Background: an optimization exercise with open tools, aiming at small area, a short achievable clock period and few clock cycles per item. Do not read the settings as production practice. In this exercise RTL edits were held to simulation tests only and were not proved equivalent to the original.

==> flow/design.v <==
module aes_sbox (
    input  wire [7:0] a,
    output wire [7:0] y
);
    function [3:0] gf16_mul(input [3:0] p, input [3:0] q);
        reg [6:0] t;
        begin
            t = ({3'b0, p} & {7{q[0]}}) ^ ({2'b0, p, 1'b0} & {7{q[1]}}) ^
                ({1'b0, p, 2'b0} & {7{q[2]}}) ^ ({p, 3'b0} & {7{q[3]}});
            if (t[6]) t = t ^ 7'b1001100;
            if (t[5]) t = t ^ 7'b0100110;
            if (t[4]) t = t ^ 7'b0010011;
            gf16_mul = t[3:0];
        end
    endfunction
    function [3:0] gf16_inv(input [3:0] p);
        case (p)
            4'd0: gf16_inv = 4'd0;
            4'd1: gf16_inv = 4'd1;
            4'd2: gf16_inv = 4'd9;
            4'd3: gf16_inv = 4'd14;
            4'd4: gf16_inv = 4'd13;
            4'd5: gf16_inv = 4'd11;
            4'd6: gf16_inv = 4'd7;
            4'd7: gf16_inv = 4'd6;
            4'd8: gf16_inv = 4'd15;
            4'd9: gf16_inv = 4'd2;
            4'd10: gf16_inv = 4'd12;
            4'd11: gf16_inv = 4'd5;
            4'd12: gf16_inv = 4'd10;
            4'd13: gf16_inv = 4'd4;
            4'd14: gf16_inv = 4'd3;
            4'd15: gf16_inv = 4'd8;
            default: gf16_inv = 4'd0;
        endcase
    endfunction
    wire [7:0] c;
    assign c[0] = a[0] ^ a[5] ^ a[7];
    assign c[1] = a[2];
    assign c[2] = a[2] ^ a[3] ^ a[4] ^ a[5] ^ a[6] ^ a[7];
    assign c[3] = a[3] ^ a[4];
    assign c[4] = a[4] ^ a[5] ^ a[6];
    assign c[5] = a[1] ^ a[4] ^ a[6] ^ a[7];
    assign c[6] = a[2] ^ a[3] ^ a[5] ^ a[7];
    assign c[7] = a[5] ^ a[7];
    wire [3:0] ah = c[7:4];
    wire [3:0] al = c[3:0];
    wire [3:0] d  = gf16_mul(gf16_mul(ah, ah), 4'd8) ^ gf16_mul(ah, al) ^ gf16_mul(al, al);
    wire [3:0] di = gf16_inv(d);
    wire [7:0] z  = {gf16_mul(ah, di), gf16_mul(ah ^ al, di)};
    assign y[0] = z[0] ^ z[2] ^ z[6] ^ 1'b1;
    assign y[1] = z[0] ^ z[1] ^ z[2] ^ z[3] ^ z[4] ^ z[5] ^ 1'b1;
    assign y[2] = z[0] ^ z[3] ^ z[5] ^ z[6];
    assign y[3] = z[0] ^ z[2] ^ z[5];
    assign y[4] = z[0] ^ z[1] ^ z[3] ^ z[4] ^ z[5];
    assign y[5] = z[1] ^ z[2] ^ z[3] ^ z[5] ^ z[6] ^ z[7] ^ 1'b1;
    assign y[6] = z[4] ^ z[6] ^ z[7] ^ 1'b1;
    assign y[7] = z[1] ^ z[2];
endmodule
module aes256_line (
    input  wire         clk,
    input  wire         rst,         
    input  wire         in_valid,
    output wire         in_ready,
    input  wire [255:0] in_key,
    input  wire [127:0] in_data,
    output reg          out_valid,
    input  wire         out_ready,
    output wire [127:0] out_data
);
    reg         busy;
    reg [3:0]   round;       
    reg [127:0] state;
    reg [255:0] kwin;        
    reg [7:0]   rcon;
    assign in_ready = !busy && !out_valid;
    assign out_data = state;
    wire [127:0] sub_bytes;
    genvar g;
    generate
        for (g = 0; g < 16; g = g + 1) begin : g_sb
            aes_sbox u_sbox (.a(state[127-8*g -: 8]), .y(sub_bytes[127-8*g -: 8]));
        end
    endgenerate
    wire [127:0] shift_rows;
    generate
        for (g = 0; g < 16; g = g + 1) begin : g_sr
            localparam integer R = g % 4;
            localparam integer C = g / 4;
            localparam integer SRC = 4 * ((C + R) % 4) + R;
            assign shift_rows[127-8*g -: 8] = sub_bytes[127-8*SRC -: 8];
        end
    endgenerate
    function [7:0] xtime(input [7:0] b);
        xtime = {b[6:0], 1'b0} ^ (b[7] ? 8'h1b : 8'h00);
    endfunction
    function [31:0] mix_column(input [31:0] col);
        reg [7:0] a0, a1, a2, a3;
        begin
            a0 = col[31:24]; a1 = col[23:16]; a2 = col[15:8]; a3 = col[7:0];
            mix_column[31:24] = xtime(a0) ^ xtime(a1) ^ a1 ^ a2 ^ a3;
            mix_column[23:16] = a0 ^ xtime(a1) ^ xtime(a2) ^ a2 ^ a3;
            mix_column[15:8]  = a0 ^ a1 ^ xtime(a2) ^ xtime(a3) ^ a3;
            mix_column[7:0]   = xtime(a0) ^ a0 ^ a1 ^ a2 ^ xtime(a3);
        end
    endfunction
    wire [127:0] mix_columns = {mix_column(shift_rows[127:96]), mix_column(shift_rows[95:64]),
                                mix_column(shift_rows[63:32]),  mix_column(shift_rows[31:0])};
    wire         last_round = (round == 4'd14);
    wire [127:0] round_key  = kwin[127:0];
    wire [127:0] round_out  = (last_round ? shift_rows : mix_columns) ^ round_key;
    wire        even_step = round[0];            
    wire [31:0] last_word = kwin[31:0];
    wire [31:0] sel_word  = even_step ? {last_word[23:0], last_word[31:24]} : last_word;
    wire [31:0] sub_word;
    generate
        for (g = 0; g < 4; g = g + 1) begin : g_ks
            aes_sbox u_sbox (.a(sel_word[31-8*g -: 8]), .y(sub_word[31-8*g -: 8]));
        end
    endgenerate
    wire [31:0] temp = sub_word ^ (even_step ? {rcon, 24'h0} : 32'h0);
    wire [31:0] nw0  = kwin[255:224] ^ temp;
    wire [31:0] nw1  = kwin[223:192] ^ nw0;
    wire [31:0] nw2  = kwin[191:160] ^ nw1;
    wire [31:0] nw3  = kwin[159:128] ^ nw2;
    always @(posedge clk) begin
        if (rst) begin
            busy      <= 1'b0;
            out_valid <= 1'b0;
            round     <= 4'd0;
        end else begin
            if (in_valid && in_ready) begin
                state <= in_data ^ in_key[255:128];
                kwin  <= in_key;
                rcon  <= 8'h01;
                round <= 4'd1;
                busy  <= 1'b1;
            end else if (busy) begin
                state <= round_out;
                kwin  <= {kwin[127:0], nw0, nw1, nw2, nw3};
                if (even_step)
                    rcon <= xtime(rcon);
                if (last_round) begin
                    busy      <= 1'b0;
                    out_valid <= 1'b1;
                end else begin
                    round <= round + 4'd1;
                end
            end else if (out_valid && out_ready) begin
                out_valid <= 1'b0;
            end
        end
    end
endmodule
==> flow/run.sh <==
#!/bin/bash
# synth_recipe.tcl (not shown) runs the flow's synth.tcl, then flattens the netlist and writes it again
# the make line also repeats each setting of config.mk as NAME=value (left out here)
make -C /OpenROAD-flow-scripts/flow DESIGN_CONFIG=/design/flow/config.mk WORK_HOME=/design/flow/orfs CLKGATE_MAP_FILE= SYNTH_SCRIPT=/design/flow/synth_recipe.tcl finish
==> flow/config.mk <==
export PLATFORM = sky130hd
export DESIGN_NAME = aes256_line
export DESIGN_NICKNAME = aes256_line
export VERILOG_FILES = /design/flow/design.v
export SDC_FILE = /design/flow/constraint.sdc
export NUM_CORES = 4
export LEC_CHECK = 0
export CAP_MARGIN = 20
export CORE_MARGIN = 2
export CORE_UTILIZATION = 40
export PLACE_DENSITY = 0.6
export SLEW_MARGIN = 20
==> flow/constraint.sdc <==
create_clock -name core_clock -period 7.5 [get_ports {clk}]
set_input_delay 1.5000 -clock core_clock [delete_from_list [all_inputs] [get_ports {clk}]]
set_output_delay 1.5000 -clock core_clock [all_outputs]
set_load 0.01 [all_outputs]
==> results.cfg <==
[setup_path]
critPathCaptureType = register
critPathMaxFanout = 14
critPathArrivalTime_ps = 7670
cp.required_ps = 7900
worst_setup_path_start_kind = register
critPathKind = register to register
regToRegSetupSlack_ps = 240

[placement]
hpwl_um = 195000
portBuffers = 517
place_congestion = 1.00

[layout]
ratio_of_cells_with_drive_above_1_in_the_final_layout = 0.124
sequential_cell_area_sq_mm = 0.0119
final_net_count = 8091
flow.area_growth_from_synthesis_pct = 21.2
layout.filler_cells = 14300
multi_input_comb_area_sq_mm = 0.0464

[sta]
timing_limited_maximum_frequency_mhz = 138
finalWorstPathRequiredPeriod_ps = 7260
setup_violations_final = 0
tightest_slew_ps = 1080
post-route-period-util = 0.968
setup_total_negative_slack_ps = 0
max-slew-margin-rel = 0.278
slew_violations = 0
timing.final.hold_violations = 0
unrepaired_setup_endpoints_after_global_routing = true
fin_worst_skew_ps = 35.5

[grt]
global_routing_met3_resource_utilization = 0.0547
grt_max_degree = 147
grt_pass1_vias = 49500
globalRoute.totalOverflow = 0
grt_util_met2 = 0.454
antenna_found_initial = 11
first_pass_grt_wire_length_um = 340000
grt.total_usage = 0.302
busiest_metal_layer_after_global_routing = met2
globalRouteMet1Util = 0.429

[job]
drv_cap = 0

[logic_synthesis]
synth_area_sq_mm = 0.0600
synthCells = 6734
main_combinational_cell_family_by_area_after_synthesis = XOR/XNOR gates
synth_seq_cells = 398
post_synthesis_async_set_or_reset_flop_share = 0
synth-edff-count = 392
synth-compound-area-share = 0.111
synth_flop_cell = sky130_fd_sc_hd__edfxtp_1
number_of_unique_standard_cell_types_used_by_synthesis = 109
yosys.area.top_type_share = 0.196
synth_simple_gate_area_frac = 0.149
synth_area_leaders = sky130_fd_sc_hd__edfxtp_1 (20%), sky130_fd_sc_hd__xnor2_1 (18%), sky130_fd_sc_hd__xor2_1 (9.6%)
synth.yosys.seq_area_share = 0.198
synth_commonest_cells = sky130_fd_sc_hd__xnor2_1 (1206), sky130_fd_sc_hd__nand2_1 (1011), sky130_fd_sc_hd__xor2_1 (660), sky130_fd_sc_hd__nor2_1 (451), sky130_fd_sc_hd__edfxtp_1 (392)
avgSynthCellArea_sq_um = 8.91
synth_most_common_cell = sky130_fd_sc_hd__xnor2_1
post_synth_adder_cell_area = 0.0497
synthesis.nets = 7338
synth_top_area_cell = sky130_fd_sc_hd__edfxtp_1
post_synthesis_xor_xnor_area_fraction = 0.408
synth.mux.area_fraction = 0.0472
synth-warning-count = 2

[routing]
ant_nets = 0
route.vias.total = 52600
detailed_route_iter0_violations = 5760
mean_number_of_vias_per_cell = 5.50
detail_route.wl_per_cell_um = 25.1
drc = 0
drt_wl_total_um = 239000
drtPass1Iterations = 6

[cts]
ctsLongestPathBuffers = 3
cts_tree = done
numClockSinks = 398
worstSkewPairLatency_ps = 680
clock_tree.root_cell = sky130_fd_sc_hd__clkbuf_16
clk_transition_reported_paths_ps = 60
htreeDepth = 2
cts-buffers-inserted = 55

[floorplanning]
die-area_sq_mm = 0.153
die-width_um = 391
row_count = 142
pin_count = 518
initial_utilization = 0.402
dieHeight_um = 391
core_area_sq_mm = 0.149

[worst_hold_path]
timing.hold.worst.class = register to register

[outcome]
status = timing/DRC/antenna clean
path summary, 6_finish.rpt:
path	startpoint	end	cells after the start
setup / recovery	state[22]$_DFFE_PP_	state[54]$_DFFE_PP_	20
hold / removal	out_valid$_SDFFE_PP0P_	out_valid$_SDFFE_PP0P_	2
setup reg to reg	state[22]$_DFFE_PP_	state[54]$_DFFE_PP_	20
hold reg to reg	out_valid$_SDFFE_PP0P_	out_valid$_SDFFE_PP0P_	2
placed cells by master, fill, tap and decap left out, types with 21 or more instances in the layout:
cell type,instances
sky130_fd_sc_hd__a211oi_1,51
sky130_fd_sc_hd__a21o_1,36
sky130_fd_sc_hd__a21oi_1,259
sky130_fd_sc_hd__a221oi_1,31
sky130_fd_sc_hd__and2_1,52
sky130_fd_sc_hd__and3_1,43
sky130_fd_sc_hd__buf_4,516
sky130_fd_sc_hd__clkbuf_16,56
sky130_fd_sc_hd__clkdlybuf4s50_1,517
sky130_fd_sc_hd__edfxtp_1,392
sky130_fd_sc_hd__ha_1,216
sky130_fd_sc_hd__inv_1,162
sky130_fd_sc_hd__inv_2,30
sky130_fd_sc_hd__maj3_1,28
sky130_fd_sc_hd__mux2_2,43
sky130_fd_sc_hd__mux2i_1,181
sky130_fd_sc_hd__nand2_1,1010
sky130_fd_sc_hd__nand2b_1,66
sky130_fd_sc_hd__nand3_1,126
sky130_fd_sc_hd__nor2_1,445
sky130_fd_sc_hd__nor2b_1,29
sky130_fd_sc_hd__nor3_1,93
sky130_fd_sc_hd__o211ai_1,68
sky130_fd_sc_hd__o21a_1,24
sky130_fd_sc_hd__o21ai_0,240
sky130_fd_sc_hd__o21ai_1,45
sky130_fd_sc_hd__o221ai_1,25
sky130_fd_sc_hd__o22ai_1,21
sky130_fd_sc_hd__or2_2,21
sky130_fd_sc_hd__or3_1,34
sky130_fd_sc_hd__xnor2_1,1180
sky130_fd_sc_hd__xnor2_2,72
sky130_fd_sc_hd__xnor3_1,239
sky130_fd_sc_hd__xor2_1,652
sky130_fd_sc_hd__xor3_1,38
registers in the layout, indices dropped and copies added (netlist names):
register,flops
kwin,256
state,128
rcon,8
round,4
busy,1
out_valid,1
worst max-delay path: stages (launching register included):
cell and delay, ps:
sky130_fd_sc_hd__edfxtp_1 420, sky130_fd_sc_hd__xnor3_1 410, sky130_fd_sc_hd__and2_1 200, sky130_fd_sc_hd__nor2_1 220, sky130_fd_sc_hd__inv_2 130, sky130_fd_sc_hd__ha_1 340, sky130_fd_sc_hd__xnor2_1 220, sky130_fd_sc_hd__xnor3_1 360
sky130_fd_sc_hd__xnor2_1 150, sky130_fd_sc_hd__xnor2_1 650, sky130_fd_sc_hd__mux4_2 770, sky130_fd_sc_hd__or2_0 260, sky130_fd_sc_hd__o211ai_1 230, sky130_fd_sc_hd__xnor2_1 200, sky130_fd_sc_hd__xnor3_1 570, sky130_fd_sc_hd__xnor2_1 210
sky130_fd_sc_hd__xnor2_1 450, sky130_fd_sc_hd__xnor3_1 480, sky130_fd_sc_hd__o21ai_1 220, sky130_fd_sc_hd__xnor2_1 120, sky130_fd_sc_hd__a21oi_2 390
area by class of cell:
type,instances,area share
Antenna cell,2,0.0000688
Sequential cell,398,0.163
Timing Repair Buffer,1042,0.127
Multi-Input combinational cell,5795,0.638
Clock buffer,66,0.0198
Tap cell,2016,0.0347
Clock inverter,34,0.00714
Inverter,195,0.0101
stage by stage:
stage,instances,util,hold slack (ps),area (sq um),setup WS (ps)
CTS,9520,0.483,510,72100,16.8
detailed placement,9417,0.469,503,70100,-508
finish,9548,0.487,513,72700,237
floorplan,6734,-,474,60100,-639
global route,9547,0.487,554,72700,-17.9
global placement,9417,0.469,489,70100,-476
metal layers:
metal | wire (um) | up-vias
met3 | 21400 | 295
met5 | 7 | -
met1 | 105000 | 25600
met2 | 103000 | 2200
met4 | 9800 | 2
li1 | - | 24500
cells by family (layout without fill, tap and decap cells):
logic type,count (synthesis),after routing
xor gates and xnor gates,2242,2242
adders and majority gates,244,244
DFF,398,398
buffers and inverters,541,1337
AOI/OAI and AO/OA,1024,1024
other,0,2
muxes,252,252
and+or+nand+nor,2033,2033
timing repair:
| action | CTS | global route |
|---|---|---|
| pin swaps | 0 | 3 |
| hold buffers | 0 | 0 |
| setup buffers | 3 | 26 |
| endpoints found under the setup margin | 12 | 73 |
| resized for setup | 8 | 78 |
| cloned | 0 | 0 |
Testbench counts, summed over its fixed seeds: cycles 6,144, blocks 384.

==> static timing again, ports no longer ideal <==
How much do the figures lean on ideal ports? The routed layout below was timed once more, with nothing changed but the port constraints.
Step 1 assumes that a clkbuf_16 drives the clock port and a buf_2 every other input.
Step 2, shift: input delay + t, output delay - t, t = (earliest + latest rising clock arrival at the registers) / 2. This alone moves slack from input paths to output paths.
a / b / c = ideal ports / drivers / drivers and shift; a / b = the first two.
t, ns: 0.743
setup slack, ns: 0.237 / 0.237 / 0.237
worst hold slack (ns): 0.513 / 0.513 / 0.513
pins driven straight from the clock port: 1
After both steps setup and hold are still met in this run. For this run, drivers alone change the setup slack by 0.000 ns; drivers and shift together by 0.000 ns.
